What follows belongs to an exercise in optimizing a design on an open flow for small area, a short achievable clock period and few clock cycles per item; a production flow would make more cautious choices.
The RTL was checked by simulation tests, not by an equivalence proof against the original design.

== rev 12 ==
==> flow/design.v (excerpt) <==
module loop_engine (
    input  wire               clk,
    input  wire               rst,         
    input  wire               start,       
    input  wire               init,        
    input  wire               pbsafe,      
    input  wire               run,         
    input  wire               stopping,    
    input  wire               llen,
    input  wire               tren,
    input  wire               trexm,
    input  wire               trlohz,
    input  wire signed [11:0] code,        
    input  wire signed [17:0] isum,        
    input  wire        [15:0] rll,         
    input  wire        [9:0]  linband,
    input  wire        [5:0]  trhyst,
    input  wire        [9:0]  trmaxs,
    input  wire        [15:0] dtrhi,       
    input  wire        [15:0] dtrlo,
    input  wire        [15:0] dmax,
    input  wire        [15:0] dmin,
    input  wire        [15:0] dhwmax,
    input  wire        [15:0] kcl,         
    input  wire        [15:0] ilimt,
    input  wire        [15:0] ilim,        
    input  wire signed [23:0] b0,          
    input  wire signed [23:0] b1,
    input  wire signed [23:0] b2,
    input  wire signed [23:0] a1,          
    input  wire signed [23:0] a2,
    input  wire signed [23:0] a3,
    input  wire signed [23:0] ki,          
    input  wire        [3:0]  bsh,
  ...
clock: 22.0 ns
lec_check: 0
cap_margin: 20
core_margin: 2
core_utilization: 45
slew_margin: 20
standard.sh (not shown) runs the stock make flow with config.mk's settings and CLKGATE_MAP_FILE= SYNTH_SCRIPT=/design/flow/synth_recipe.tcl, a recipe that flattens the netlist after the stock synthesis.
==> flow/flow/run.sh <==
#!/bin/bash
# Standard layout (standard synthesis included), with repair_timing aiming for more
# setup slack than the clock period strictly needs, and plain buffers on the ports.
set -euo pipefail
bash standard.sh SETUP_SLACK_MARGIN=15.3 "BUFFER_PORTS_ARGS=-buffer_cell sky130_fd_sc_hd__buf_1" finish > run_make.log 2>&1
Testbench counts of rev 12, summed over its fixed seeds: cycles 231,970, samples 20,000.
The following lists how rev 13 was set up differently from rev 12:
diff --git a/flow/design.v b/flow/design.v
--- a/flow/design.v
+++ b/flow/design.v
@@ -102,16 +102,15 @@
     reg        [9:0]  lb_q;
     reg signed [17:0] isum_q;
     reg        [15:0] ilim_s;
     reg signed [15:0] imin_q, imax_q;
     reg        [3:0]  bsh_q;
     reg               ilim_cq;      
     reg        [4:0]  ish_q;
-    reg        [15:0] dmax_q, dmin_q, dhw_q;
-    reg        [15:0] dtr_q;        
+    reg        [15:0] dmax_q, dmin_q, dhw_q, dtrhi_q, dtrlo_q;
     assign eeff_o = eeff;
     wire [9:0]  lb    = (linband < 10'd16) ? 10'd16 : linband;
     wire signed [18:0] dsub_q = $signed({isum_q[17], isum_q}) - $signed({3'd0, ilim_s});    
     wire [32:0] bx1 = {opx[31], opx};
     wire [32:0] bx2 = {opx, 1'b0};
     localparam [55:0] BOOTH_C = -(56'h555555 << 32);
     reg  [55:0] prod;
@@ -292,15 +291,15 @@
                                 (us_t < -34'sh8000_0000) ? 32'sh8000_0000 :
                                 {us_t[31:1], us_t[0] & ~us_tie};
     wire               ilim_c  = ilim_cq;                                    
     wire signed [39:0] clim    = acc[39:0];
     wire signed [39:0] dhw_v   = {10'd0, dhw_q, 14'd0};
     wire signed [39:0] dmax_v  = {10'd0, dmax_q, 14'd0};
     wire signed [39:0] dmin_v  = {10'd0, dmin_q, 14'd0};
-    wire        [15:0] dtr     = dtr_q;
+    wire        [15:0] dtr     = (tr_n == 2'd1) ? dtrhi_q : dtrlo_q;
     wire signed [39:0] dtr_v   = {10'd0, dtr, 14'd0};
     wire signed [39:0] u_v     = {{8{u[31]}}, u};
     wire               sel_cl  = ilim_c && (clim < dhw_v);                   
     wire signed [39:0] hwcl    = sel_cl ? clim : dhw_v;
     wire               h_lt_M  = hwcl < dmax_v;
     wire               m_lt_h  = dmin_v < hwcl;
     wire               t_lt_h  = dtr_v < hwcl;
@@ -361,14 +360,16 @@
         bsh_q   <= bsh;
         ilim_cq <= !dsub_q[18] && dsub_q != 19'sd0;
         ish_q   <= ish;
         imax_q  <= imax;
         dmax_q  <= dmax;
         dmin_q  <= dmin;
         dhw_q   <= dhwmax;
+        dtrhi_q <= dtrhi;
+        dtrlo_q <= dtrlo;
         if (busy && mode && ph == 4'd2) begin
             ll_neg <= isum[17];
             ll_sat <= pr[33:0] >= 34'd131076000;
             low5   <= pr[4:0];
             x7     <= pr[11:5];
         end
         if (busy && mode && ph == 4'd4)
@@ -381,15 +382,14 @@
         if (do_tr) begin
             tr_n     <= tr_c;
             entry_n  <= entry_c;
             forced_n <= forced_c;
             exit_n   <= exit_c;
             block_n  <= block_c;
             pre_q    <= exit_c && trexm;
-            dtr_q    <= (tr_c == 2'd1) ? dtrhi : dtrlo;
         end
         it     <= it_c;
         clip_n <= clip_c;
     end
     always @(posedge clk) begin
         done <= 1'b0;
         if (rst) begin
### Flow results
Every stage of the flow completed for rev 13, and the final layout passed the timing, design-rule and antenna checks.
NOTE pin count of the biggest net entering global routing rev 12->rev 13 decreased by more than a quarter
The number of sinks on the clock net of rev 13 is higher than that of rev 12.
Between rev 12 and rev 13, the flow reports total detailed-routing wirelength decreasing by a few percent.
Rev 12 -> rev 13: sequential cell count increased by a few percent
The higher ratio of final minimum period to clock period came out of rev 12.
Rev 12 → rev 13: non-clock buffer count went down 9, flip-flop and latch count after synthesis saw an increase, die footprint flat.
Core utilization in rev 13 vs rev 12: up 0.20 points
Relative to rev 12, mean instance size in the synthesized netlist increased by about 1.2% in rev 13.
Max freq rev 12 -> rev 13: improved
Taking rev 12 as the reference, in rev 13 final area higher.
Testbench counts of rev 13, summed over its fixed seeds: cycles 231,970, samples 20,000.

---

Another version of the RTL of loop_engine (not shown whole).
For scale: roughly 8,400 cells after synthesis, roughly 710 flip-flops, ~70,000 sq um of cells after synthesis.
export LEC_CHECK = 0
export CAP_MARGIN = 20
export CORE_MARGIN = 2
export CORE_UTILIZATION = 25
export SLEW_MARGIN = 20
create_clock -name core_clock -period 22.0 [get_ports {clk}]
==> flow/flow/run.sh <==
#!/bin/bash
# Standard layout (standard synthesis included), with repair_timing aiming for more
# setup slack than the clock period strictly needs.
set -euo pipefail
bash standard.sh SETUP_SLACK_MARGIN=15.5 finish > run_make.log 2>&1
The starting point went through all stages and came out clean.
Testbench counts at the start, summed over its fixed seeds: cycles 231,970, samples 20,000.
Next try:
--- a/flow/design.v
+++ b/flow/design.v
@@ -95,24 +95,25 @@
     reg        [4:0]  low5;         
     reg               ll_sat, ll_neg;
     reg signed [10:0] d1_q;         
     reg signed [6:0]  d2_q;         
     reg               lmhit_q;      
     reg               trnge_q;      
     reg               pre_q;        
     reg        [9:0]  lb_q;
     reg signed [17:0] isum_q;
     reg        [15:0] ilim_s;
     reg signed [15:0] imin_q, imax_q;
     reg        [3:0]  bsh_q;
+    reg               ilim_cq;      
     reg        [4:0]  ish_q;
     reg        [15:0] dmax_q, dmin_q, dhw_q, dtrhi_q, dtrlo_q;
     assign eeff_o = eeff;
     wire [9:0]  lb    = (linband < 10'd16) ? 10'd16 : linband;
     wire signed [18:0] dsub_q = $signed({isum_q[17], isum_q}) - $signed({3'd0, ilim_s});    
     wire [32:0] bx1 = {opx[31], opx};
     wire [32:0] bx2 = {opx, 1'b0};
     localparam [55:0] BOOTH_C = -(56'h555555 << 32);
     reg  [55:0] prod;
     reg  [32:0] bm;
     integer bi;
     always @(*) begin
@@ -280,25 +281,25 @@
                                 (raw_h == $signed({imax_q[15], imax_q}) && !raw_lz);  
     wire               c_eqh  = raw_h == $signed({imax_q[15], imax_q}) && raw_lz;   
     wire signed [39:0] ilo    = {{1{imin_q[15]}}, imin_q, 23'd0};
     wire signed [39:0] ihi    = {{1{imax_q[15]}}, imax_q, 23'd0};
     wire signed [39:0] it_c   = (c_inv || (c_hi && !c_lo)) ? ihi : c_lo ? ilo : raw_c;
     wire               clip_c = c_inv ? !c_eqh : (c_lo || c_hi);
     wire signed [41:0] us     = {{2{it[39]}}, it} + {{2{y1[31]}}, y1, 8'h80};
     wire signed [33:0] us_t   = us[41:8];
     wire               us_tie = (us[7:0] == 8'd0);
     wire signed [31:0] u      = (us_t > 34'sh7fff_ffff)  ? 32'sh7fff_ffff :
                                 (us_t < -34'sh8000_0000) ? 32'sh8000_0000 :
                                 {us_t[31:1], us_t[0] & ~us_tie};
-    wire               ilim_c  = !dsub_q[18] && dsub_q != 19'sd0;           
+    wire               ilim_c  = ilim_cq;                                    
     wire signed [39:0] clim    = acc[39:0];
     wire signed [39:0] dhw_v   = {10'd0, dhw_q, 14'd0};
     wire signed [39:0] dmax_v  = {10'd0, dmax_q, 14'd0};
     wire signed [39:0] dmin_v  = {10'd0, dmin_q, 14'd0};
     wire        [15:0] dtr     = (tr_n == 2'd1) ? dtrhi_q : dtrlo_q;
     wire signed [39:0] dtr_v   = {10'd0, dtr, 14'd0};
     wire signed [39:0] u_v     = {{8{u[31]}}, u};
     wire               sel_cl  = ilim_c && (clim < dhw_v);                   
     wire signed [39:0] hwcl    = sel_cl ? clim : dhw_v;
     wire               h_lt_M  = hwcl < dmax_v;
     wire               m_lt_h  = dmin_v < hwcl;
     wire               t_lt_h  = dtr_v < hwcl;
@@ -349,24 +350,25 @@
         if (!busy && start) begin
             eeff    <= {{4{code[11]}}, code};
             d1_q    <= $signed({1'b0, linband}) - $signed({5'd0, trhyst});
             d2_q    <= 7'sd16 - $signed({1'b0, trhyst});
             lmhit_q <= {1'b0, ilimn} + 17'd1 >= {1'b0, ilimt};
             trnge_q <= trn >= trmaxs && trn != 10'd0;
         end
         lb_q    <= lb;
         isum_q  <= isum;
         ilim_s  <= ilim;
         imin_q  <= imin;
         bsh_q   <= bsh;
+        ilim_cq <= !dsub_q[18] && dsub_q != 19'sd0;
         ish_q   <= ish;
         imax_q  <= imax;
         dmax_q  <= dmax;
         dmin_q  <= dmin;
         dhw_q   <= dhwmax;
         dtrhi_q <= dtrhi;
         dtrlo_q <= dtrlo;
         if (busy && mode && ph == 4'd2) begin
             ll_neg <= isum[17];
             ll_sat <= pr[33:0] >= 34'd131076000;
             low5   <= pr[4:0];
             x7     <= pr[11:5];
Result: Synthesized area hardly moves. Setup slack improved by 0.18 ns. Die area hardly moves. Utilization decreases by 0.95 points. Design area decreases by 3.0%.
Testbench counts after the change, summed over its fixed seeds: cycles 231,970, samples 20,000.

## static timing again, ports no longer ideal
Ports are ideal in the flow. The routed layouts listed here were re-timed in OpenROAD.
Step 1 assumes that a clkbuf_16 drives the clock port and a buf_2 every other input.
Step 2 times the ports against the registers' clock, not the clock port: input delays grow and output delays shrink by t, the midpoint of the rising clock arrivals with the driver on.
Three values: ideal ports, drivers, drivers and shift; two values: the first two.
run | t (ns) | setup WS [ns] | hold WS [ns] | slew at the worst register clock pin (ns) | worst slew at a driven data input, ns
rev 12 | 0.774 | 15.246 / 15.246 / 14.870 | 0.340 / 0.340 / 0.340 | 0.07 / 0.07 | 0.14
rev 13 | 0.807 | 15.349 / 15.349 / 14.844 | 0.325 / 0.325 / 0.325 | 0.07 / 0.07 | 0.24
the first run of note 2 | 0.814 | 15.257 / 15.257 / 14.649 | 0.326 / 0.326 / 0.326 | 0.07 / 0.07 | 0.21
the second run of note 2 | 0.793 | 15.433 / 15.414 / 14.859 | 0.326 / 0.326 / 0.326 | 0.07 / 0.07 | 0.20
After both steps setup and hold are still met in every run listed. The setup slack of the first run of note 2, which loses most, moves by 0.000 ns with the drivers and by -0.608 ns with both steps.
